Source: an optimization exercise on an open RTL-to-GDS flow (aim: small area, a short achievable clock period and few clock cycles). Production flows keep margins and buffers that such runs may drop.
The RTL was checked by simulation tests, not by an equivalence proof against the original design.
Power is estimated from default activity; no workload was simulated.

==> flow/design.v, too long to show whole: its modules and the start of the top module <==
// module lens_alu: 92 lines
// module csel16: 35 lines
// module lens_div: 149 lines
// module lens_mul: 1826 lines
// module lens_intu: 42 lines
// module pfx_add: 40 lines
module lens_intu (
    input         clk,
    input         rst,
    input         a0_mv,
    input  [3:0]  a0_port,
    input  [31:0] a0_data,
    input         a1_mv,
    input  [3:0]  a1_port,
    input  [31:0] a1_data,
    input         m_mv,
    input  [3:0]  m_port,
    input  [31:0] m_data,
    input         d_mv,
    input  [3:0]  d_port,
    input  [31:0] d_data,
    output [31:0] a0_out,
    output        a0_bwe,
    output [7:0]  a0_bidx,
    output        a0_bval,
    output [31:0] a1_out,
    output        a1_bwe,
    output [7:0]  a1_bidx,
    output        a1_bval,
    output [31:0] mlo,
    output [31:0] mhi,
    output [31:0] d_out,
    output [31:0] d_rem,
    output        d_busy,
    output        d_done,
    output        d_set16,
    output        d_set17
);
  // ...
==> flow/flow/run.sh <==
#!/bin/bash
set -euo pipefail
M=6.5
sed -e "s/SETUP_SLACK_MARGIN=[0-9.]*/SETUP_SLACK_MARGIN=$M \"BUFFER_PORTS_ARGS=-buffer_cell sky130_fd_sc_hd__buf_1\"/" standard.sh > standard_tuned.sh
grep -q "SETUP_SLACK_MARGIN=$M" standard_tuned.sh
bash standard_tuned.sh > standard.log 2>&1
==> flow/standard.sh <==
#!/bin/bash
# synth_recipe.tcl (not shown) runs the flow's synth.tcl, then flattens the netlist and writes it again
# the make line also repeats each setting of config.mk as NAME=value (left out here)
make -C /OpenROAD-flow-scripts/flow DESIGN_CONFIG=/design/flow/config.mk WORK_HOME=/design/flow/orfs CLKGATE_MAP_FILE= SYNTH_SCRIPT=/design/flow/synth_recipe.tcl "${@:-finish}"
==> flow/config.mk <==
export PLATFORM = sky130hd
export DESIGN_NAME = lens_intu
export DESIGN_NICKNAME = lens_intu
export VERILOG_FILES = /design/flow/design.v
export SDC_FILE = /design/flow/constraint.sdc
export NUM_CORES = 4
export LEC_CHECK = 0
export ABC_AREA = 1
export CAP_MARGIN = 20
export CORE_MARGIN = 2
export CORE_UTILIZATION = 40
export SETUP_SLACK_MARGIN = 5
export SLEW_MARGIN = 20
==> flow/constraint.sdc <==
create_clock -name core_clock -period 11.0 [get_ports {clk}]
set_input_delay 2.2000 -clock core_clock [delete_from_list [all_inputs] [get_ports {clk}]]
set_output_delay 2.2000 -clock core_clock [all_outputs]
set_load 0.01 [all_outputs]
==> out/results.txt, run 1 <==
largest family of logic cells by synthesized area - adder cells
CTS sink cnt - 679
Regs by FF count - u_mul.cs2: 127 flops, u_div.d3: 34 flops, u_mul.x1: 33 flops
run status - finished clean
FF+latch count - 679
final WL - 320000 microns
commonest non-fill, non-tap cell in the layout - nand2_1
Inserted Diodes - 8
leakage power - 38.1 nW
multi-input gates - 7442
Largest register FFs - 127
Final period util - 40.9%
core area - 183000 sq um
via count - 76300
multi-input gate share of total cell area - 61.9%
vias in the first global route - 71800
internal power - 7.19 mW
top-count cell post-synth - inv_1
CTS Hold Bufs - 0
Die Span X - 433 microns
CP max stage cell - fa_2
mux cell area share after synthesis - 0.331%
combinational power - 8.23 mW
Storage cell area - 14200 sq um
FF-to-FF End - u_mul.cs2[78]$_DFF_P_
setup_tns - 0 ns
fill count - 18500
Rel. slew slack - 16.0%
cell family with most CP delay - adder cells
Critical Path Sink - u_mul.cs2[78]$_DFF_P_
net switching power - 7.20 mW
WHS Endpoint - u_mul.one1[0]$_DFF_P_
initial antenna violation count - 19
Post-synth ARST share - 0%
class of the worst hold path - reg2reg
Testbench counts, summed over its fixed seeds: cycles 37,904.
==> module lens_alu, before the edit <==
module lens_alu (
    input             clk,
    input             rst,
    input             mv,
    input      [3:0]  port,
    input      [31:0] data,
    output     [31:0] out,
    output reg        bwe,
    output     [7:0]  bidx,
    output            bval
);
    reg [31:0] b;
    reg [7:0]  kd;              
    reg [15:0] s_lo;
    reg [15:0] s_h0;
    reg [15:0] s_h1;
    reg        s_c;
    reg        k0, k1, k_c;
    wire [31:0] a = data;
    wire [15:0] al_s, ah0_s, ah1_s, sl_s, sh0_s, sh1_s;
    wire        al_c, ah0_c, ah1_c, sl_c, sh0_c, sh1_c;
    csel16 u_al (.a(a[15:0]),  .b(b[15:0]),   .s0(al_s),  .s1(),      .c0(al_c),  .c1());
    csel16 u_ah (.a(a[31:16]), .b(b[31:16]),  .s0(ah0_s), .s1(ah1_s), .c0(ah0_c), .c1(ah1_c));
    csel16 u_sl (.a(a[15:0]),  .b(~b[15:0]),  .s0(),      .s1(sl_s),  .c0(),      .c1(sl_c));
    csel16 u_sh (.a(a[31:16]), .b(~b[31:16]), .s0(sh0_s), .s1(sh1_s), .c0(sh0_c), .c1(sh1_c));
    wire        x    = a[31] ^ b[31];
    wire        ltu0 = ~sh0_c;
    wire        ltu1 = ~sh1_c;
    wire        eq   = (a == b);
    wire [4:0]  s    = b[4:0];
    wire [4:0]  ns   = 5'd0 - s;
    wire        big  = |b[31:5];
    wire        right = (port == 4'd10) || (port == 4'd11);
    wire [4:0]  k    = right ? ns : s;
    wire [63:0] l2   = {a, a} << k;
    wire [31:0] rl   = l2[63:32];
    wire [31:0] rr   = rl;
    reg  [31:0] mask_l, mask_r;
    integer i;
    always @(*) begin
        for (i = 0; i < 32; i = i + 1) begin
            mask_l[i] = ~big && (i >= s);
            mask_r[i] = ~big && (i + s < 32);
        end
    end
    wire        go   = mv && !rst;
    wire        e3   = go && port == 4'd3;
    wire        e4   = go && port == 4'd4;
    wire        e5   = go && port == 4'd5;
    wire        e6   = go && port == 4'd6;
    wire        e7   = go && port == 4'd7;
    wire        e8   = go && port == 4'd8;
    wire        e9   = go && port == 4'd9;
    wire        e10  = go && port == 4'd10;
    wire        e11  = go && port == 4'd11;
    wire        e12  = go && port == 4'd12;
    wire        e13  = go && port == 4'd13;
    wire        e14  = go && port == 4'd14;
    wire        e15  = go && port == 4'd15;
    wire        hold = !rst && !(mv && port >= 4'd3);
    wire [31:0] oth_nxt = ({32{e5}} & (a & b))
                        | ({32{e6}} & (a | b))
                        | ({32{e7}} & (a ^ b))
                        | ({32{e8}} & (a & ~b))
                        | ({32{e9}} & mask_l & rl)
                        | ({32{e12}} & rl)
                        | ({32{e10 | e11}} & mask_r & rr)
                        | ({32{e11 & a[31]}} & ~mask_r)
                        | {31'd0, e13 & eq};
    wire [15:0] s_hi = s_c ? s_h1 : s_h0;
    wire        kbit = k_c ? k1 : k0;
    assign out = {s_hi, s_lo} | {31'd0, kbit};
    assign bidx = kd;
    assign bval = out[0];
    always @(posedge clk) begin
        s_lo  <= ({16{hold}} & s_lo) | ({16{e3}} & al_s)  | ({16{e4}} & sl_s)  | oth_nxt[15:0];
        s_h0  <= ({16{hold}} & s_h0) | ({16{e3}} & ah0_s) | ({16{e4}} & sh0_s) | oth_nxt[31:16];
        s_h1  <= ({16{hold}} & s_h1) | ({16{e3}} & ah1_s) | ({16{e4}} & sh1_s);
        s_c   <= (hold & s_c) | (e3 & al_c) | (e4 & sl_c);
        k0    <= (hold & k0) | (e15 & ltu0) | (e14 & (ltu0 ^ x));
        k1    <= (hold & k1) | (e15 & ltu1) | (e14 & (ltu1 ^ x));
        k_c   <= (hold & k_c) | ((e14 | e15) & sl_c);
        bwe   <= go && (port >= 4'd13) && (kd != 8'd0);
        if (rst) begin
            b  <= 32'd0;
            kd <= 8'd0;
        end else begin
            if (mv && port == 4'd0) b  <= data;
            if (mv && port == 4'd1) kd <= data[7:0];
        end
    end
endmodule
==> run 2, diff against run 1 <==
--- a/flow/design.v
+++ b/flow/design.v
@@ -25,21 +25,20 @@
     csel16 u_sh (.a(a[31:16]), .b(~b[31:16]), .s0(sh0_s), .s1(sh1_s), .c0(sh0_c), .c1(sh1_c));
     wire        x    = a[31] ^ b[31];
     wire        ltu0 = ~sh0_c;
     wire        ltu1 = ~sh1_c;
     wire        eq   = (a == b);
     wire [4:0]  s    = b[4:0];
     wire [4:0]  ns   = 5'd0 - s;
     wire        big  = |b[31:5];
-    wire        right = (port == 4'd10) || (port == 4'd11);
-    wire [4:0]  k    = right ? ns : s;
-    wire [63:0] l2   = {a, a} << k;
+    wire [63:0] l2   = {a, a} << s;
+    wire [63:0] r2   = {a, a} << ns;
     wire [31:0] rl   = l2[63:32];
-    wire [31:0] rr   = rl;
+    wire [31:0] rr   = r2[63:32];
     reg  [31:0] mask_l, mask_r;
     integer i;
     always @(*) begin
         for (i = 0; i < 32; i = i + 1) begin
             mask_l[i] = ~big && (i >= s);
             mask_r[i] = ~big && (i + s < 32);
         end
     end
@@ -295,17 +294,17 @@
             one0[i] = bx[2*i+1] ^ bx[2*i];
             two0[i] = (bx[2*i+2] & ~bx[2*i+1] & ~bx[2*i]) | (~bx[2*i+2] & bx[2*i+1] & bx[2*i]);
             neg0[i] = bx[2*i+2] & ~(bx[2*i+1] & bx[2*i]);
         end
     end
     reg        v1, v2;
     reg [32:0] x1;
     reg [16:0] one1, two1, neg1;
-    reg [126:0] cs2;
+    reg [187:0] cs2;
     wire pp1 = (((one1[0] & x1[0]) | (two1[0] & 1'b0)) ^ neg1[0]);
     wire pp2 = neg1[0];
     wire pp3 = (((one1[0] & x1[1]) | (two1[0] & x1[0])) ^ neg1[0]);
     wire pp4 = (((one1[0] & x1[2]) | (two1[0] & x1[1])) ^ neg1[0]);
     wire pp5 = (((one1[1] & x1[0]) | (two1[1] & 1'b0)) ^ neg1[1]);
     wire pp6 = neg1[1];
     wire pp7 = (((one1[0] & x1[3]) | (two1[0] & x1[2])) ^ neg1[0]);
     wire pp8 = (((one1[1] & x1[1]) | (two1[1] & x1[0])) ^ neg1[1]);
@@ -1816,142 +1815,142 @@
     wire s1513 = pp579 ^ s1399 ^ c1398;
     wire c1514 = (pp579 & s1399) | (pp579 & c1398) | (s1399 & c1398);
     wire s1515 = pp584 ^ pp583 ^ s1401;
     wire c1516 = (pp584 & pp583) | (pp584 & s1401) | (pp583 & s1401);
     wire s1517 = pp588 ^ pp587 ^ pp586;
     wire c1518 = (pp588 & pp587) | (pp588 & pp586) | (pp587 & pp586);
     wire s1519 = 1'b1 ^ pp590;
     wire c1520 = 1'b1 & pp590;
-    wire s1521 = pp6 ^ pp5;
-    wire c1522 = pp6 & pp5;
-    wire s1523 = pp8 ^ pp7;
-    wire c1524 = pp8 & pp7;
-    wire s1525 = pp10 ^ pp9 ^ s1403;
-    wire c1526 = (pp10 & pp9) | (pp10 & s1403) | (pp9 & s1403);
-    wire s1527 = pp13 ^ s1405 ^ c1404;
-    wire c1528 = (pp13 & s1405) | (pp13 & c1404) | (s1405 & c1404);
-    wire s1529 = s1191 ^ s1407 ^ c1406;
-    wire c1530 = (s1191 & s1407) | (s1191 & c1406) | (s1407 & c1406);
-    wire s1531 = c1192 ^ s1409 ^ c1408;
-    wire c1532 = (c1192 & s1409) | (c1192 & c1408) | (s1409 & c1408);
-    wire s1533 = c1194 ^ s1411 ^ c1410;
-    wire c1534 = (c1194 & s1411) | (c1194 & c1410) | (s1411 & c1410);
-    wire s1535 = c1196 ^ s1413 ^ c1412;
-    wire c1536 = (c1196 & s1413) | (c1196 & c1412) | (s1413 & c1412);
-    wire s1537 = c1200 ^ s1415 ^ c1414;
-    wire c1538 = (c1200 & s1415) | (c1200 & c1414) | (s1415 & c1414);
-    wire s1539 = c1204 ^ s1417 ^ c1416;
-    wire c1540 = (c1204 & s1417) | (c1204 & c1416) | (s1417 & c1416);
-    wire s1541 = c1208 ^ s1419 ^ c1418;
-    wire c1542 = (c1208 & s1419) | (c1208 & c1418) | (s1419 & c1418);
-    wire s1543 = c1212 ^ s1421 ^ c1420;
-    wire c1544 = (c1212 & s1421) | (c1212 & c1420) | (s1421 & c1420);
-    wire s1545 = c1216 ^ s1423 ^ c1422;
-    wire c1546 = (c1216 & s1423) | (c1216 & c1422) | (s1423 & c1422);
-    wire s1547 = c1220 ^ s1425 ^ c1424;
-    wire c1548 = (c1220 & s1425) | (c1220 & c1424) | (s1425 & c1424);
-    wire s1549 = c1224 ^ s1427 ^ c1426;
-    wire c1550 = (c1224 & s1427) | (c1224 & c1426) | (s1427 & c1426);
-    wire s1551 = c1228 ^ s1429 ^ c1428;
-    wire c1552 = (c1228 & s1429) | (c1228 & c1428) | (s1429 & c1428);
-    wire s1553 = c1232 ^ s1431 ^ c1430;
-    wire c1554 = (c1232 & s1431) | (c1232 & c1430) | (s1431 & c1430);
-    wire s1555 = c1236 ^ s1433 ^ c1432;
-    wire c1556 = (c1236 & s1433) | (c1236 & c1432) | (s1433 & c1432);
-    wire s1557 = c1240 ^ s1435 ^ c1434;
-    wire c1558 = (c1240 & s1435) | (c1240 & c1434) | (s1435 & c1434);
-    wire s1559 = c1244 ^ s1437 ^ c1436;
-    wire c1560 = (c1244 & s1437) | (c1244 & c1436) | (s1437 & c1436);
-    wire s1561 = c1248 ^ s1439 ^ c1438;
-    wire c1562 = (c1248 & s1439) | (c1248 & c1438) | (s1439 & c1438);
-    wire s1563 = c1252 ^ s1441 ^ c1440;
-    wire c1564 = (c1252 & s1441) | (c1252 & c1440) | (s1441 & c1440);
-    wire s1565 = c1256 ^ s1443 ^ c1442;
-    wire c1566 = (c1256 & s1443) | (c1256 & c1442) | (s1443 & c1442);
-    wire s1567 = c1260 ^ s1445 ^ c1444;
-    wire c1568 = (c1260 & s1445) | (c1260 & c1444) | (s1445 & c1444);
-    wire s1569 = c1264 ^ s1447 ^ c1446;
-    wire c1570 = (c1264 & s1447) | (c1264 & c1446) | (s1447 & c1446);
-    wire s1571 = c1268 ^ s1449 ^ c1448;
-    wire c1572 = (c1268 & s1449) | (c1268 & c1448) | (s1449 & c1448);
-    wire s1573 = c1272 ^ s1451 ^ c1450;
-    wire c1574 = (c1272 & s1451) | (c1272 & c1450) | (s1451 & c1450);
-    wire s1575 = c1276 ^ s1453 ^ c1452;
-    wire c1576 = (c1276 & s1453) | (c1276 & c1452) | (s1453 & c1452);
-    wire s1577 = c1280 ^ s1455 ^ c1454;
-    wire c1578 = (c1280 & s1455) | (c1280 & c1454) | (s1455 & c1454);
-    wire s1579 = c1284 ^ s1457 ^ c1456;
-    wire c1580 = (c1284 & s1457) | (c1284 & c1456) | (s1457 & c1456);
-    wire s1581 = c1288 ^ s1459 ^ c1458;
-    wire c1582 = (c1288 & s1459) | (c1288 & c1458) | (s1459 & c1458);
-    wire s1583 = c1292 ^ s1461 ^ c1460;
-    wire c1584 = (c1292 & s1461) | (c1292 & c1460) | (s1461 & c1460);
-    wire s1585 = c1296 ^ s1463 ^ c1462;
-    wire c1586 = (c1296 & s1463) | (c1296 & c1462) | (s1463 & c1462);
-    wire s1587 = c1300 ^ s1465 ^ c1464;
-    wire c1588 = (c1300 & s1465) | (c1300 & c1464) | (s1465 & c1464);
-    wire s1589 = c1304 ^ s1467 ^ c1466;
-    wire c1590 = (c1304 & s1467) | (c1304 & c1466) | (s1467 & c1466);
-    wire s1591 = c1308 ^ s1469 ^ c1468;
-    wire c1592 = (c1308 & s1469) | (c1308 & c1468) | (s1469 & c1468);
-    wire s1593 = c1312 ^ s1471 ^ c1470;
-    wire c1594 = (c1312 & s1471) | (c1312 & c1470) | (s1471 & c1470);
-    wire s1595 = c1316 ^ s1473 ^ c1472;
-    wire c1596 = (c1316 & s1473) | (c1316 & c1472) | (s1473 & c1472);
-    wire s1597 = c1320 ^ s1475 ^ c1474;
-    wire c1598 = (c1320 & s1475) | (c1320 & c1474) | (s1475 & c1474);
-    wire s1599 = c1324 ^ s1477 ^ c1476;
-    wire c1600 = (c1324 & s1477) | (c1324 & c1476) | (s1477 & c1476);
-    wire s1601 = c1328 ^ s1479 ^ c1478;
-    wire c1602 = (c1328 & s1479) | (c1328 & c1478) | (s1479 & c1478);
-    wire s1603 = c1332 ^ s1481 ^ c1480;
-    wire c1604 = (c1332 & s1481) | (c1332 & c1480) | (s1481 & c1480);
-    wire s1605 = c1336 ^ s1483 ^ c1482;
-    wire c1606 = (c1336 & s1483) | (c1336 & c1482) | (s1483 & c1482);
-    wire s1607 = c1340 ^ s1485 ^ c1484;
-    wire c1608 = (c1340 & s1485) | (c1340 & c1484) | (s1485 & c1484);
-    wire s1609 = c1344 ^ s1487 ^ c1486;
-    wire c1610 = (c1344 & s1487) | (c1344 & c1486) | (s1487 & c1486);
-    wire s1611 = c1348 ^ s1489 ^ c1488;
-    wire c1612 = (c1348 & s1489) | (c1348 & c1488) | (s1489 & c1488);
-    wire s1613 = c1352 ^ s1491 ^ c1490;
-    wire c1614 = (c1352 & s1491) | (c1352 & c1490) | (s1491 & c1490);
-    wire s1615 = c1356 ^ s1493 ^ c1492;
-    wire c1616 = (c1356 & s1493) | (c1356 & c1492) | (s1493 & c1492);
-    wire s1617 = c1360 ^ s1495 ^ c1494;
-    wire c1618 = (c1360 & s1495) | (c1360 & c1494) | (s1495 & c1494);
-    wire s1619 = c1364 ^ s1497 ^ c1496;
-    wire c1620 = (c1364 & s1497) | (c1364 & c1496) | (s1497 & c1496);
-    wire s1621 = c1368 ^ s1499 ^ c1498;
-    wire c1622 = (c1368 & s1499) | (c1368 & c1498) | (s1499 & c1498);
-    wire s1623 = c1372 ^ s1501 ^ c1500;
-    wire c1624 = (c1372 & s1501) | (c1372 & c1500) | (s1501 & c1500);
-    wire s1625 = c1376 ^ s1503 ^ c1502;
-    wire c1626 = (c1376 & s1503) | (c1376 & c1502) | (s1503 & c1502);
-    wire s1627 = c1380 ^ s1505 ^ c1504;
-    wire c1628 = (c1380 & s1505) | (c1380 & c1504) | (s1505 & c1504);
-    wire s1629 = c1384 ^ s1507 ^ c1506;
-    wire c1630 = (c1384 & s1507) | (c1384 & c1506) | (s1507 & c1506);
-    wire s1631 = c1388 ^ s1509 ^ c1508;
-    wire c1632 = (c1388 & s1509) | (c1388 & c1508) | (s1509 & c1508);
-    wire s1633 = c1392 ^ s1511 ^ c1510;
-    wire c1634 = (c1392 & s1511) | (c1392 & c1510) | (s1511 & c1510);
-    wire s1635 = c1396 ^ s1513 ^ c1512;
-    wire c1636 = (c1396 & s1513) | (c1396 & c1512) | (s1513 & c1512);
-    wire s1637 = c1400 ^ s1515 ^ c1514;
-    wire c1638 = (c1400 & s1515) | (c1400 & c1514) | (s1515 & c1514);
-    wire s1639 = c1402 ^ s1517 ^ c1516;
-    wire c1640 = (c1402 & s1517) | (c1402 & c1516) | (s1517 & c1516);
-    wire s1641 = pp589 ^ s1519 ^ c1518;
-    wire c1642 = (pp589 & s1519) | (pp589 & c1518) | (s1519 & c1518);
-    wire s1643 = pp592 ^ pp591 ^ c1520;
-    wire c1644 = (pp592 & pp591) | (pp592 & c1520) | (pp591 & c1520);
-    wire [63:0] ra = {cs2[125], cs2[123], cs2[121], cs2[119], cs2[117], cs2[115], cs2[113], cs2[111], cs2[109], cs2[107], cs2[105], cs2[103], cs2[101], cs2[99], cs2[97], cs2[95], cs2[93], cs2[91], cs2[89], cs2[87], cs2[85], cs2[83], cs2[81], cs2[79], cs2[77], cs2[75], cs2[73], cs2[71], cs2[69], cs2[67], cs2[65], cs2[63], cs2[61], cs2[59], cs2[57], cs2[55], cs2[53], cs2[51], cs2[49], cs2[47], cs2[45], cs2[43], cs2[41], cs2[39], cs2[37], cs2[35], cs2[33], cs2[31], cs2[29], cs2[27], cs2[25], cs2[23], cs2[21], cs2[19], cs2[17], cs2[15], cs2[13], cs2[11], cs2[9], cs2[7], cs2[5], cs2[3], cs2[2], cs2[0]};
-    wire [63:0] rb = {cs2[126], cs2[124], cs2[122], cs2[120], cs2[118], cs2[116], cs2[114], cs2[112], cs2[110], cs2[108], cs2[106], cs2[104], cs2[102], cs2[100], cs2[98], cs2[96], cs2[94], cs2[92], cs2[90], cs2[88], cs2[86], cs2[84], cs2[82], cs2[80], cs2[78], cs2[76], cs2[74], cs2[72], cs2[70], cs2[68], cs2[66], cs2[64], cs2[62], cs2[60], cs2[58], cs2[56], cs2[54], cs2[52], cs2[50], cs2[48], cs2[46], cs2[44], cs2[42], cs2[40], cs2[38], cs2[36], cs2[34], cs2[32], cs2[30], cs2[28], cs2[26], cs2[24], cs2[22], cs2[20], cs2[18], cs2[16], cs2[14], cs2[12], cs2[10], cs2[8], cs2[6], cs2[4], 1'b0, cs2[1]};
+    wire s1521 = cs2[5] ^ cs2[4];
+    wire c1522 = cs2[5] & cs2[4];
+    wire s1523 = cs2[7] ^ cs2[6];
+    wire c1524 = cs2[7] & cs2[6];
+    wire s1525 = cs2[10] ^ cs2[9] ^ cs2[8];
+    wire c1526 = (cs2[10] & cs2[9]) | (cs2[10] & cs2[8]) | (cs2[9] & cs2[8]);
+    wire s1527 = cs2[13] ^ cs2[12] ^ cs2[11];
+    wire c1528 = (cs2[13] & cs2[12]) | (cs2[13] & cs2[11]) | (cs2[12] & cs2[11]);
+    wire s1529 = cs2[16] ^ cs2[15] ^ cs2[14];
+    wire c1530 = (cs2[16] & cs2[15]) | (cs2[16] & cs2[14]) | (cs2[15] & cs2[14]);
+    wire s1531 = cs2[19] ^ cs2[18] ^ cs2[17];
+    wire c1532 = (cs2[19] & cs2[18]) | (cs2[19] & cs2[17]) | (cs2[18] & cs2[17]);
+    wire s1533 = cs2[22] ^ cs2[21] ^ cs2[20];
+    wire c1534 = (cs2[22] & cs2[21]) | (cs2[22] & cs2[20]) | (cs2[21] & cs2[20]);
+    wire s1535 = cs2[25] ^ cs2[24] ^ cs2[23];
+    wire c1536 = (cs2[25] & cs2[24]) | (cs2[25] & cs2[23]) | (cs2[24] & cs2[23]);
+    wire s1537 = cs2[28] ^ cs2[27] ^ cs2[26];
+    wire c1538 = (cs2[28] & cs2[27]) | (cs2[28] & cs2[26]) | (cs2[27] & cs2[26]);
+    wire s1539 = cs2[31] ^ cs2[30] ^ cs2[29];
+    wire c1540 = (cs2[31] & cs2[30]) | (cs2[31] & cs2[29]) | (cs2[30] & cs2[29]);
+    wire s1541 = cs2[34] ^ cs2[33] ^ cs2[32];
+    wire c1542 = (cs2[34] & cs2[33]) | (cs2[34] & cs2[32]) | (cs2[33] & cs2[32]);
+    wire s1543 = cs2[37] ^ cs2[36] ^ cs2[35];
+    wire c1544 = (cs2[37] & cs2[36]) | (cs2[37] & cs2[35]) | (cs2[36] & cs2[35]);
+    wire s1545 = cs2[40] ^ cs2[39] ^ cs2[38];
+    wire c1546 = (cs2[40] & cs2[39]) | (cs2[40] & cs2[38]) | (cs2[39] & cs2[38]);
+    wire s1547 = cs2[43] ^ cs2[42] ^ cs2[41];
+    wire c1548 = (cs2[43] & cs2[42]) | (cs2[43] & cs2[41]) | (cs2[42] & cs2[41]);
+    wire s1549 = cs2[46] ^ cs2[45] ^ cs2[44];
+    wire c1550 = (cs2[46] & cs2[45]) | (cs2[46] & cs2[44]) | (cs2[45] & cs2[44]);
+    wire s1551 = cs2[49] ^ cs2[48] ^ cs2[47];
+    wire c1552 = (cs2[49] & cs2[48]) | (cs2[49] & cs2[47]) | (cs2[48] & cs2[47]);
+    wire s1553 = cs2[52] ^ cs2[51] ^ cs2[50];
+    wire c1554 = (cs2[52] & cs2[51]) | (cs2[52] & cs2[50]) | (cs2[51] & cs2[50]);
+    wire s1555 = cs2[55] ^ cs2[54] ^ cs2[53];
+    wire c1556 = (cs2[55] & cs2[54]) | (cs2[55] & cs2[53]) | (cs2[54] & cs2[53]);
+    wire s1557 = cs2[58] ^ cs2[57] ^ cs2[56];
+    wire c1558 = (cs2[58] & cs2[57]) | (cs2[58] & cs2[56]) | (cs2[57] & cs2[56]);
+    wire s1559 = cs2[61] ^ cs2[60] ^ cs2[59];
+    wire c1560 = (cs2[61] & cs2[60]) | (cs2[61] & cs2[59]) | (cs2[60] & cs2[59]);
+    wire s1561 = cs2[64] ^ cs2[63] ^ cs2[62];
+    wire c1562 = (cs2[64] & cs2[63]) | (cs2[64] & cs2[62]) | (cs2[63] & cs2[62]);
+    wire s1563 = cs2[67] ^ cs2[66] ^ cs2[65];
+    wire c1564 = (cs2[67] & cs2[66]) | (cs2[67] & cs2[65]) | (cs2[66] & cs2[65]);
+    wire s1565 = cs2[70] ^ cs2[69] ^ cs2[68];
+    wire c1566 = (cs2[70] & cs2[69]) | (cs2[70] & cs2[68]) | (cs2[69] & cs2[68]);
+    wire s1567 = cs2[73] ^ cs2[72] ^ cs2[71];
+    wire c1568 = (cs2[73] & cs2[72]) | (cs2[73] & cs2[71]) | (cs2[72] & cs2[71]);
+    wire s1569 = cs2[76] ^ cs2[75] ^ cs2[74];
+    wire c1570 = (cs2[76] & cs2[75]) | (cs2[76] & cs2[74]) | (cs2[75] & cs2[74]);
+    wire s1571 = cs2[79] ^ cs2[78] ^ cs2[77];
+    wire c1572 = (cs2[79] & cs2[78]) | (cs2[79] & cs2[77]) | (cs2[78] & cs2[77]);
+    wire s1573 = cs2[82] ^ cs2[81] ^ cs2[80];
+    wire c1574 = (cs2[82] & cs2[81]) | (cs2[82] & cs2[80]) | (cs2[81] & cs2[80]);
+    wire s1575 = cs2[85] ^ cs2[84] ^ cs2[83];
+    wire c1576 = (cs2[85] & cs2[84]) | (cs2[85] & cs2[83]) | (cs2[84] & cs2[83]);
+    wire s1577 = cs2[88] ^ cs2[87] ^ cs2[86];
+    wire c1578 = (cs2[88] & cs2[87]) | (cs2[88] & cs2[86]) | (cs2[87] & cs2[86]);
+    wire s1579 = cs2[91] ^ cs2[90] ^ cs2[89];
+    wire c1580 = (cs2[91] & cs2[90]) | (cs2[91] & cs2[89]) | (cs2[90] & cs2[89]);
+    wire s1581 = cs2[94] ^ cs2[93] ^ cs2[92];
+    wire c1582 = (cs2[94] & cs2[93]) | (cs2[94] & cs2[92]) | (cs2[93] & cs2[92]);
+    wire s1583 = cs2[97] ^ cs2[96] ^ cs2[95];
+    wire c1584 = (cs2[97] & cs2[96]) | (cs2[97] & cs2[95]) | (cs2[96] & cs2[95]);
+    wire s1585 = cs2[100] ^ cs2[99] ^ cs2[98];
+    wire c1586 = (cs2[100] & cs2[99]) | (cs2[100] & cs2[98]) | (cs2[99] & cs2[98]);
+    wire s1587 = cs2[103] ^ cs2[102] ^ cs2[101];
+    wire c1588 = (cs2[103] & cs2[102]) | (cs2[103] & cs2[101]) | (cs2[102] & cs2[101]);
+    wire s1589 = cs2[106] ^ cs2[105] ^ cs2[104];
+    wire c1590 = (cs2[106] & cs2[105]) | (cs2[106] & cs2[104]) | (cs2[105] & cs2[104]);
+    wire s1591 = cs2[109] ^ cs2[108] ^ cs2[107];
+    wire c1592 = (cs2[109] & cs2[108]) | (cs2[109] & cs2[107]) | (cs2[108] & cs2[107]);
+    wire s1593 = cs2[112] ^ cs2[111] ^ cs2[110];
+    wire c1594 = (cs2[112] & cs2[111]) | (cs2[112] & cs2[110]) | (cs2[111] & cs2[110]);
+    wire s1595 = cs2[115] ^ cs2[114] ^ cs2[113];
+    wire c1596 = (cs2[115] & cs2[114]) | (cs2[115] & cs2[113]) | (cs2[114] & cs2[113]);
+    wire s1597 = cs2[118] ^ cs2[117] ^ cs2[116];
+    wire c1598 = (cs2[118] & cs2[117]) | (cs2[118] & cs2[116]) | (cs2[117] & cs2[116]);
+    wire s1599 = cs2[121] ^ cs2[120] ^ cs2[119];
+    wire c1600 = (cs2[121] & cs2[120]) | (cs2[121] & cs2[119]) | (cs2[120] & cs2[119]);
+    wire s1601 = cs2[124] ^ cs2[123] ^ cs2[122];
+    wire c1602 = (cs2[124] & cs2[123]) | (cs2[124] & cs2[122]) | (cs2[123] & cs2[122]);
+    wire s1603 = cs2[127] ^ cs2[126] ^ cs2[125];
+    wire c1604 = (cs2[127] & cs2[126]) | (cs2[127] & cs2[125]) | (cs2[126] & cs2[125]);
+    wire s1605 = cs2[130] ^ cs2[129] ^ cs2[128];
+    wire c1606 = (cs2[130] & cs2[129]) | (cs2[130] & cs2[128]) | (cs2[129] & cs2[128]);
+    wire s1607 = cs2[133] ^ cs2[132] ^ cs2[131];
+    wire c1608 = (cs2[133] & cs2[132]) | (cs2[133] & cs2[131]) | (cs2[132] & cs2[131]);
+    wire s1609 = cs2[136] ^ cs2[135] ^ cs2[134];
+    wire c1610 = (cs2[136] & cs2[135]) | (cs2[136] & cs2[134]) | (cs2[135] & cs2[134]);
+    wire s1611 = cs2[139] ^ cs2[138] ^ cs2[137];
+    wire c1612 = (cs2[139] & cs2[138]) | (cs2[139] & cs2[137]) | (cs2[138] & cs2[137]);
+    wire s1613 = cs2[142] ^ cs2[141] ^ cs2[140];
+    wire c1614 = (cs2[142] & cs2[141]) | (cs2[142] & cs2[140]) | (cs2[141] & cs2[140]);
+    wire s1615 = cs2[145] ^ cs2[144] ^ cs2[143];
+    wire c1616 = (cs2[145] & cs2[144]) | (cs2[145] & cs2[143]) | (cs2[144] & cs2[143]);
+    wire s1617 = cs2[148] ^ cs2[147] ^ cs2[146];
+    wire c1618 = (cs2[148] & cs2[147]) | (cs2[148] & cs2[146]) | (cs2[147] & cs2[146]);
+    wire s1619 = cs2[151] ^ cs2[150] ^ cs2[149];
+    wire c1620 = (cs2[151] & cs2[150]) | (cs2[151] & cs2[149]) | (cs2[150] & cs2[149]);
+    wire s1621 = cs2[154] ^ cs2[153] ^ cs2[152];
+    wire c1622 = (cs2[154] & cs2[153]) | (cs2[154] & cs2[152]) | (cs2[153] & cs2[152]);
+    wire s1623 = cs2[157] ^ cs2[156] ^ cs2[155];
+    wire c1624 = (cs2[157] & cs2[156]) | (cs2[157] & cs2[155]) | (cs2[156] & cs2[155]);
+    wire s1625 = cs2[160] ^ cs2[159] ^ cs2[158];
+    wire c1626 = (cs2[160] & cs2[159]) | (cs2[160] & cs2[158]) | (cs2[159] & cs2[158]);
+    wire s1627 = cs2[163] ^ cs2[162] ^ cs2[161];
+    wire c1628 = (cs2[163] & cs2[162]) | (cs2[163] & cs2[161]) | (cs2[162] & cs2[161]);
+    wire s1629 = cs2[166] ^ cs2[165] ^ cs2[164];
+    wire c1630 = (cs2[166] & cs2[165]) | (cs2[166] & cs2[164]) | (cs2[165] & cs2[164]);
+    wire s1631 = cs2[169] ^ cs2[168] ^ cs2[167];
+    wire c1632 = (cs2[169] & cs2[168]) | (cs2[169] & cs2[167]) | (cs2[168] & cs2[167]);
+    wire s1633 = cs2[172] ^ cs2[171] ^ cs2[170];
+    wire c1634 = (cs2[172] & cs2[171]) | (cs2[172] & cs2[170]) | (cs2[171] & cs2[170]);
+    wire s1635 = cs2[175] ^ cs2[174] ^ cs2[173];
+    wire c1636 = (cs2[175] & cs2[174]) | (cs2[175] & cs2[173]) | (cs2[174] & cs2[173]);
+    wire s1637 = cs2[178] ^ cs2[177] ^ cs2[176];
+    wire c1638 = (cs2[178] & cs2[177]) | (cs2[178] & cs2[176]) | (cs2[177] & cs2[176]);
+    wire s1639 = cs2[181] ^ cs2[180] ^ cs2[179];
+    wire c1640 = (cs2[181] & cs2[180]) | (cs2[181] & cs2[179]) | (cs2[180] & cs2[179]);
+    wire s1641 = cs2[184] ^ cs2[183] ^ cs2[182];
+    wire c1642 = (cs2[184] & cs2[183]) | (cs2[184] & cs2[182]) | (cs2[183] & cs2[182]);
+    wire s1643 = cs2[187] ^ cs2[186] ^ cs2[185];
+    wire c1644 = (cs2[187] & cs2[186]) | (cs2[187] & cs2[185]) | (cs2[186] & cs2[185]);
+    wire [63:0] ra = {c1642, c1640, c1638, c1636, c1634, c1632, c1630, c1628, c1626, c1624, c1622, c1620, c1618, c1616, c1614, c1612, c1610, c1608, c1606, c1604, c1602, c1600, c1598, c1596, c1594, c1592, c1590, c1588, c1586, c1584, c1582, c1580, c1578, c1576, c1574, c1572, c1570, c1568, c1566, c1564, c1562, c1560, c1558, c1556, c1554, c1552, c1550, c1548, c1546, c1544, c1542, c1540, c1538, c1536, c1534, c1532, c1530, c1528, c1526, c1524, c1522, s1521, cs2[2], cs2[0]};
+    wire [63:0] rb = {s1643, s1641, s1639, s1637, s1635, s1633, s1631, s1629, s1627, s1625, s1623, s1621, s1619, s1617, s1615, s1613, s1611, s1609, s1607, s1605, s1603, s1601, s1599, s1597, s1595, s1593, s1591, s1589, s1587, s1585, s1583, s1581, s1579, s1577, s1575, s1573, s1571, s1569, s1567, s1565, s1563, s1561, s1559, s1557, s1555, s1553, s1551, s1549, s1547, s1545, s1543, s1541, s1539, s1537, s1535, s1533, s1531, s1529, s1527, s1525, s1523, cs2[3], 1'b0, cs2[1]};
     wire [63:0] prod;
     pfx_add #(.W(64)) u_cpa (.a(ra), .b(rb), .cin(1'b0), .s(prod), .cout());
     always @(posedge clk) begin
         if (rst) begin
             b   <= 32'd0;
             v1  <= 1'b0;
             v2  <= 1'b0;
             mlo <= 32'd0;
@@ -1969,140 +1968,201 @@
     always @(posedge clk) begin
         x1   <= {a_sg & data[31], data};
         one1 <= one0;
         two1 <= two0;
         neg1 <= neg0;
         cs2[0] <= pp1;
         cs2[1] <= pp2;
         cs2[2] <= pp3;
-        cs2[3] <= s1521;
-        cs2[4] <= pp4;
-        cs2[5] <= c1522;
-        cs2[6] <= s1523;
-        cs2[7] <= c1524;
-        cs2[8] <= s1525;
-        cs2[9] <= c1526;
-        cs2[10] <= s1527;
-        cs2[11] <= c1528;
-        cs2[12] <= s1529;
-        cs2[13] <= c1530;
-        cs2[14] <= s1531;
-        cs2[15] <= c1532;
-        cs2[16] <= s1533;
-        cs2[17] <= c1534;
-        cs2[18] <= s1535;
-        cs2[19] <= c1536;
-        cs2[20] <= s1537;
-        cs2[21] <= c1538;
-        cs2[22] <= s1539;
-        cs2[23] <= c1540;
-        cs2[24] <= s1541;
-        cs2[25] <= c1542;
-        cs2[26] <= s1543;
-        cs2[27] <= c1544;
-        cs2[28] <= s1545;
-        cs2[29] <= c1546;
-        cs2[30] <= s1547;
-        cs2[31] <= c1548;
-        cs2[32] <= s1549;
-        cs2[33] <= c1550;
-        cs2[34] <= s1551;
-        cs2[35] <= c1552;
-        cs2[36] <= s1553;
-        cs2[37] <= c1554;
-        cs2[38] <= s1555;
-        cs2[39] <= c1556;
-        cs2[40] <= s1557;
-        cs2[41] <= c1558;
-        cs2[42] <= s1559;
-        cs2[43] <= c1560;
-        cs2[44] <= s1561;
-        cs2[45] <= c1562;
-        cs2[46] <= s1563;
-        cs2[47] <= c1564;
-        cs2[48] <= s1565;
-        cs2[49] <= c1566;
-        cs2[50] <= s1567;
-        cs2[51] <= c1568;
-        cs2[52] <= s1569;
-        cs2[53] <= c1570;
-        cs2[54] <= s1571;
-        cs2[55] <= c1572;
-        cs2[56] <= s1573;
-        cs2[57] <= c1574;
-        cs2[58] <= s1575;
-        cs2[59] <= c1576;
-        cs2[60] <= s1577;
-        cs2[61] <= c1578;
-        cs2[62] <= s1579;
-        cs2[63] <= c1580;
-        cs2[64] <= s1581;
-        cs2[65] <= c1582;
-        cs2[66] <= s1583;
-        cs2[67] <= c1584;
-        cs2[68] <= s1585;
-        cs2[69] <= c1586;
-        cs2[70] <= s1587;
-        cs2[71] <= c1588;
-        cs2[72] <= s1589;
-        cs2[73] <= c1590;
-        cs2[74] <= s1591;
-        cs2[75] <= c1592;
-        cs2[76] <= s1593;
-        cs2[77] <= c1594;
-        cs2[78] <= s1595;
-        cs2[79] <= c1596;
-        cs2[80] <= s1597;
-        cs2[81] <= c1598;
-        cs2[82] <= s1599;
-        cs2[83] <= c1600;
-        cs2[84] <= s1601;
-        cs2[85] <= c1602;
-        cs2[86] <= s1603;
-        cs2[87] <= c1604;
-        cs2[88] <= s1605;
-        cs2[89] <= c1606;
-        cs2[90] <= s1607;
-        cs2[91] <= c1608;
-        cs2[92] <= s1609;
-        cs2[93] <= c1610;
-        cs2[94] <= s1611;
-        cs2[95] <= c1612;
-        cs2[96] <= s1613;
-        cs2[97] <= c1614;
-        cs2[98] <= s1615;
-        cs2[99] <= c1616;
-        cs2[100] <= s1617;
-        cs2[101] <= c1618;
-        cs2[102] <= s1619;
-        cs2[103] <= c1620;
-        cs2[104] <= s1621;
-        cs2[105] <= c1622;
-        cs2[106] <= s1623;
-        cs2[107] <= c1624;
-        cs2[108] <= s1625;
-        cs2[109] <= c1626;
-        cs2[110] <= s1627;
-        cs2[111] <= c1628;
-        cs2[112] <= s1629;
-        cs2[113] <= c1630;
-        cs2[114] <= s1631;
-        cs2[115] <= c1632;
-        cs2[116] <= s1633;
-        cs2[117] <= c1634;
-        cs2[118] <= s1635;
-        cs2[119] <= c1636;
-        cs2[120] <= s1637;
-        cs2[121] <= c1638;
-        cs2[122] <= s1639;
-        cs2[123] <= c1640;
-        cs2[124] <= s1641;
-        cs2[125] <= c1642;
-        cs2[126] <= s1643;
+        cs2[3] <= pp4;
+        cs2[4] <= pp5;
+        cs2[5] <= pp6;
+        cs2[6] <= pp7;
+        cs2[7] <= pp8;
+        cs2[8] <= s1403;
+        cs2[9] <= pp9;
+        cs2[10] <= pp10;
+        cs2[11] <= c1404;
+        cs2[12] <= s1405;
+        cs2[13] <= pp13;
+        cs2[14] <= c1406;
+        cs2[15] <= s1407;
+        cs2[16] <= s1191;
+        cs2[17] <= c1408;
+        cs2[18] <= s1409;
+        cs2[19] <= c1192;
+        cs2[20] <= c1410;
+        cs2[21] <= s1411;
+        cs2[22] <= c1194;
+        cs2[23] <= c1412;
+        cs2[24] <= s1413;
+        cs2[25] <= c1196;
+        cs2[26] <= c1414;
+        cs2[27] <= s1415;
+        cs2[28] <= c1200;
+        cs2[29] <= c1416;
+        cs2[30] <= s1417;
+        cs2[31] <= c1204;
+        cs2[32] <= c1418;
+        cs2[33] <= s1419;
+        cs2[34] <= c1208;
+        cs2[35] <= c1420;
+        cs2[36] <= s1421;
+        cs2[37] <= c1212;
+        cs2[38] <= c1422;
+        cs2[39] <= s1423;
+        cs2[40] <= c1216;
+        cs2[41] <= c1424;
+        cs2[42] <= s1425;
+        cs2[43] <= c1220;
+        cs2[44] <= c1426;
+        cs2[45] <= s1427;
+        cs2[46] <= c1224;
+        cs2[47] <= c1428;
+        cs2[48] <= s1429;
+        cs2[49] <= c1228;
+        cs2[50] <= c1430;
+        cs2[51] <= s1431;
+        cs2[52] <= c1232;
+        cs2[53] <= c1432;
+        cs2[54] <= s1433;
+        cs2[55] <= c1236;
+        cs2[56] <= c1434;
+        cs2[57] <= s1435;
+        cs2[58] <= c1240;
+        cs2[59] <= c1436;
+        cs2[60] <= s1437;
+        cs2[61] <= c1244;
+        cs2[62] <= c1438;
+        cs2[63] <= s1439;
+        cs2[64] <= c1248;
+        cs2[65] <= c1440;
+        cs2[66] <= s1441;
+        cs2[67] <= c1252;
+        cs2[68] <= c1442;
+        cs2[69] <= s1443;
+        cs2[70] <= c1256;
+        cs2[71] <= c1444;
+        cs2[72] <= s1445;
+        cs2[73] <= c1260;
+        cs2[74] <= c1446;
+        cs2[75] <= s1447;
+        cs2[76] <= c1264;
+        cs2[77] <= c1448;
+        cs2[78] <= s1449;
+        cs2[79] <= c1268;
+        cs2[80] <= c1450;
+        cs2[81] <= s1451;
+        cs2[82] <= c1272;
+        cs2[83] <= c1452;
+        cs2[84] <= s1453;
+        cs2[85] <= c1276;
+        cs2[86] <= c1454;
+        cs2[87] <= s1455;
+        cs2[88] <= c1280;
+        cs2[89] <= c1456;
+        cs2[90] <= s1457;
+        cs2[91] <= c1284;
+        cs2[92] <= c1458;
+        cs2[93] <= s1459;
+        cs2[94] <= c1288;
+        cs2[95] <= c1460;
+        cs2[96] <= s1461;
+        cs2[97] <= c1292;
+        cs2[98] <= c1462;
+        cs2[99] <= s1463;
+        cs2[100] <= c1296;
+        cs2[101] <= c1464;
+        cs2[102] <= s1465;
+        cs2[103] <= c1300;
+        cs2[104] <= c1466;
+        cs2[105] <= s1467;
+        cs2[106] <= c1304;
+        cs2[107] <= c1468;
+        cs2[108] <= s1469;
+        cs2[109] <= c1308;
+        cs2[110] <= c1470;
+        cs2[111] <= s1471;
+        cs2[112] <= c1312;
+        cs2[113] <= c1472;
+        cs2[114] <= s1473;
+        cs2[115] <= c1316;
+        cs2[116] <= c1474;
+        cs2[117] <= s1475;
+        cs2[118] <= c1320;
+        cs2[119] <= c1476;
+        cs2[120] <= s1477;
+        cs2[121] <= c1324;
+        cs2[122] <= c1478;
+        cs2[123] <= s1479;
+        cs2[124] <= c1328;
+        cs2[125] <= c1480;
+        cs2[126] <= s1481;
+        cs2[127] <= c1332;
+        cs2[128] <= c1482;
+        cs2[129] <= s1483;
+        cs2[130] <= c1336;
+        cs2[131] <= c1484;
+        cs2[132] <= s1485;
+        cs2[133] <= c1340;
+        cs2[134] <= c1486;
+        cs2[135] <= s1487;
+        cs2[136] <= c1344;
+        cs2[137] <= c1488;
+        cs2[138] <= s1489;
+        cs2[139] <= c1348;
+        cs2[140] <= c1490;
+        cs2[141] <= s1491;
+        cs2[142] <= c1352;
+        cs2[143] <= c1492;
+        cs2[144] <= s1493;
+        cs2[145] <= c1356;
+        cs2[146] <= c1494;
+        cs2[147] <= s1495;
+        cs2[148] <= c1360;
+        cs2[149] <= c1496;
+        cs2[150] <= s1497;
+        cs2[151] <= c1364;
+        cs2[152] <= c1498;
+        cs2[153] <= s1499;
+        cs2[154] <= c1368;
+        cs2[155] <= c1500;
+        cs2[156] <= s1501;
+        cs2[157] <= c1372;
+        cs2[158] <= c1502;
+        cs2[159] <= s1503;
+        cs2[160] <= c1376;
+        cs2[161] <= c1504;
+        cs2[162] <= s1505;
+        cs2[163] <= c1380;
+        cs2[164] <= c1506;
+        cs2[165] <= s1507;
+        cs2[166] <= c1384;
+        cs2[167] <= c1508;
+        cs2[168] <= s1509;
+        cs2[169] <= c1388;
+        cs2[170] <= c1510;
+        cs2[171] <= s1511;
+        cs2[172] <= c1392;
+        cs2[173] <= c1512;
+        cs2[174] <= s1513;
+        cs2[175] <= c1396;
+        cs2[176] <= c1514;
+        cs2[177] <= s1515;
+        cs2[178] <= c1400;
+        cs2[179] <= c1516;
+        cs2[180] <= s1517;
+        cs2[181] <= c1402;
+        cs2[182] <= c1518;
+        cs2[183] <= s1519;
+        cs2[184] <= pp589;
+        cs2[185] <= c1520;
+        cs2[186] <= pp591;
+        cs2[187] <= pp592;
     end
 endmodule
 module lens_intu (
     input         clk,
     input         rst,
     input         a0_mv,
     input  [3:0]  a0_port,
     input  [31:0] a0_data,
==> flow/config.mk (replaced) <==
export PLATFORM = sky130hd
export DESIGN_NAME = lens_intu
export DESIGN_NICKNAME = lens_intu
export VERILOG_FILES = /design/flow/design.v
export SDC_FILE = /design/flow/constraint.sdc
export NUM_CORES = 4
export LEC_CHECK = 0
export ABC_AREA = 1
export CAP_MARGIN = 20
export CORE_MARGIN = 2
export CORE_UTILIZATION = 50
export SETUP_SLACK_MARGIN = 5
export SLEW_MARGIN = 20
==> run 2 against run 1 <==
Net effect:
- still clean on timing, DRC and antenna
- combinational power rose by 6.9%
- via count up 5.7%
- die area shrank 16%
- global-route usage grew 8.3 points
- clock skew down 0.00069 ns
- register-to-register slack better by 0.11 ns
- wire length up 3.8%
- clock power up 4%
==> out/results.txt, run 2 <==
Die Y - 398 microns
Setup CP Type - in2reg
commonest non-fill, non-tap cell in the layout - nand2_1
Max-cap violations - 0
Slew @ Worst Pin - 1.30 ns
class of the worst hold path - reg2reg
vias in the first global route - 76500 (+6.5%)
Largest register FFs - 188 (+48%)
Reg with most FFs - u_mul.cs2
fill count - 15000 (-19%)
multi-input logic area - 54500 sq um
full die area - 158000 sq um
Max clock buf depth - 3
gr ovfl total - 0
run status - finished clean
clock-pin slew on the worst setup and hold paths - 0.06 ns
core area - 154000 sq um (-16%)
Syn Area/Cell - 7.04 sq um
Synth top area share - 17.8%
share of cells above drive strength 1 - 7.50%
Cells after DPL - 13000
initial antenna violation count - 7 (-12)
Worst R2R Start - u_div.clz_d[3]$_DFFE_PN_
syn nets - 12200
final max-slew violation count - 0
CP Data Required Time - 11.63 ns
Synth Cell Area - 77500 sq um
Worst R2R Path Depth - 14
crit path cell chain - buf_12 > ha_4 > inv_4 > fa_2 > inv_4 > a221oi_4 > inv_2 > nand3_4 > a21oi_4 > nor2_2 > nor2_2 > nor2_2 > inv_2 > fa_2 > nand2_2 > o21ai_2 > a221oi_2 > o2111ai_2 > a311oi_1 > nand2_1
endpoints failing setup - 0
via count - 80600 (+5.7%)
non-filler cells in the finished layout - 13200
pin count of the biggest net entering global routing - 97
largest cells by area after synthesis - dfxtp_1 18%, fa_1 13%, nand2_1 9.3%, ha_1 7.8%, inv_1 7.7%
FF-to-FF End - u_div.rem[31]$_SDFFE_PP0P_
TritonCTS clock tree - done
number of synthesized register bits - 740
Period minus WS final - 4.57 ns
DRC viols - 0
CTS sink cnt - 740 (+9.0%)
RSZ-0062 raised after global routing - true
Final period util - 41.6% (+0.64 points)
NumNets Final - 12200
I/O pin count - 366
CP endpoint kind - register
final WL - 333000 microns (+3.8%)
Regs by FF count - u_mul.cs2: 188 flops, u_div.d3: 34 flops, u_mul.x1: 33 flops
Starting Density - 50.3%
latest clock arrival within the worst-skew pair - 0.77 ns
H-Tree Depth - 3
Setup Skew - 0.0530 ns
top-count cell post-synth - nand2_1
Seq/Total Area, Yosys - 19.8%
Syn Inst Count - 11000
total CTS buffers - 94
Synth area leader - dfxtp_1
Cell Rows - 144
Post-synth top cells - 1911 x nand2_1, 1597 x inv_1, 927 x o21ai_0, 745 x nor2_1, 690 x dfxtp_1
most frequent cells in the layout - 1887 x nand2_1, 1555 x inv_1, 895 x o21ai_0
flop-to-flop setup slack - 6.61 ns
PortBufs - 365
fmax - 0.219 GHz
cell repeated most along the worst path - nor2_2
VDD IR-drop max - 0.210 mV
gr usage total - 40.5%
Routed wire per std cell - 25.2 microns
Rel. slew slack - 12.7% (-3.3 points)
Antenna Violating Nets Remaining - 0
EDFF count, synth - 50
Worst Hold Depth - 0
Power Dens Cells - 179 nW/um^2
Root Driver - clkbuf_16
RePlAce Congestion - 1.10
critical path data arrival time - 5.20 ns
first-pass GRT wire length - 487000 microns
Worst Setup Start Kind - input pin
main flop type after synthesis - dfxtp_1
leakage power - 39.0 nW (+2.4%)
Pre-Repair DR Iteration Count - 11
number of vias per cell - 6.10
drt initial violations - 9748
yosys warns - 6
Post-synth ARST share - 0% (unchanged)
HP Start - u_mul.b[0]$_SDFFE_PP0P_
worst-path fanout max - 5
Die Span X - 398 microns (-8.2%)
synthesis-to-finish area growth - 10.4%
WHS Endpoint - u_mul.one1[0]$_DFF_P_
final hold vios - 0
setup_tns - 0 ns (unchanged)
crit-path max cell delay - 0.47 ns
CP max stage cell - fa_2
distinct cell type count after synthesis - 83
hpwl dp - 246000 microns
Storage cell area - 15300 sq um (+8.1%)
[run 2: cell count changes after synthesis, moves of 20 or more]
cell      delta
nand2_1    +321
o21ai_0     +92
dfxtp_1     +61
o21a_1      +56
a21oi_1     -41
clkbuf_1    +39
o21ai_1     +37
o211ai_1    -34
mux2i_1     +29
nand4_1     +28
inv_1       -20
[run 2: cell type report]
type                       instances  share of cell area (%)
antenna                            2                 0.00584
clock buffer                     133                    3.14
clock inverter                    43                   0.698
inverter                        1658                    7.36
multi-input combinational       7948                    63.7
sequential                       740                    17.9
tap                             2044                    2.99
timing repair buffer             633                    4.24
[run 2: repair_timing]
item | in CTS | in global routing
endpoints found under the setup margin | 201 | 209
pin swaps | 14 | 83
resized for setup | 91 | 228
setup buffers | 10 | 56
cloned | 1 | 3
hold buffers | 0 | 0
[run 2: power breakdown]
part / total, mW / internal [mW] / leakage [nW] / switching (mW)
clock network: 3.35 / 1.95 / 1.61 / 1.40
registers: 3.22 / 3.01 / 6.23 / 0.205
logic: 8.80 / 2.72 / 31.2 / 6.08
total: 15.4 / 7.69 / 39.0 / 7.68
[run 2: per-stage QoR]
| stage | total power, mW | hold slack (ns) | worst slack [ns] | cell area, sq um | util, % |
|---|---|---|---|---|---|
| floorplan | 8.78 | 0.329 | 6.13 | 77900 | - |
| finish | 15.4 | 0.372 | 6.43 | 85600 | 55.6 |
| CTS | 15.0 | 0.370 | 6.49 | 84400 | 54.8 |
| global route | 16.3 | 0.388 | 6.32 | 85600 | 55.6 |
| global placement | 11.4 | 0.362 | 4.89 | 80700 | 52.4 |
| detailed placement | 11.5 | 0.364 | 4.94 | 80700 | 52.4 |
[run 2: cells by family after synthesis]
| group | share of synthesized area (%) |
|---|---|
| buf+inv | 11.6 |
| mux | 0.718 |
| fa+ha+maj | 20.8 |
| xor+xnor | 8.20 |
| flops | 19.8 |
| simple gates | 18.6 |
| compound gates | 20.3 |
[run 2: worst max path at each step]
stage           startpoint                 endpoint  slack, ns
3_5_place_dp           rst  u_alu1.s_lo[15]$_DFF_P_       4.94
6_report       a0_data[16]   u_alu0.s_h0[8]$_DFF_P_       6.43
5_1_grt        a0_data[17]  u_alu0.s_h1[13]$_DFF_P_       6.32
3_3_place_gp           rst  u_alu1.s_lo[15]$_DFF_P_       4.89
2_1_floorplan   a0_data[0]   u_alu0.s_lo[9]$_DFF_P_       6.13
4_1_cts         a0_data[2]  u_alu0.s_lo[15]$_DFF_P_       6.49
[run 2: per-layer routing]
metal	share of wire (%)	routed length [microns]	vias to the layer above	track usage [%]
met2	42	141000	4890	61.1
met3	11	36700	1113	9.86
li1	-	-	36400	-
met1	40	134000	38200	53.6
met5	0.017	57	-	0.121
met4	6.3	21100	6	20.8
[run 2: critical path: cells and delay by family]
kind                       cells  cell delay, ns
AOI/OAI and AO/OA              6            1.12
and+or+nand+nor                6            0.61
adders and majority gates      3            0.85
buffers and inverters          5            0.40
Testbench counts of run 2, summed over its fixed seeds: cycles 37,904.

re-timing with driven ports:
How much do the figures lean on ideal ports? The routed layouts below were timed once more, with nothing changed but the port constraints.
Step 1 assumes that a clkbuf_16 drives the clock port and a buf_2 every other input.
Step 2 moves the port delays by t, midway between the first and last clock arrival at a register: inputs arrive t later, outputs are due t later. That takes back most of the time a late clock gives input paths.
Three values: no drivers, after step 1, after step 2; two values: the first two.
run | t (ns) | setup slack, ns | worst hold slack (ns) | worst setup path after step 2 | clock arrival spread, ns
run 1 | 0.841 | 6.497 / 6.488 / 5.722 | 0.373 / 0.373 / 0.373 | input to register | 0.056 / 0.056
run 2 | 0.823 | 6.427 / 6.455 / 5.632 | 0.372 / 0.372 / 0.372 | input to register | 0.054 / 0.054
After both steps setup and hold are still met in every run listed. For run 2, which loses most, drivers alone change the setup slack by +0.028 ns; drivers and shift together by -0.795 ns.
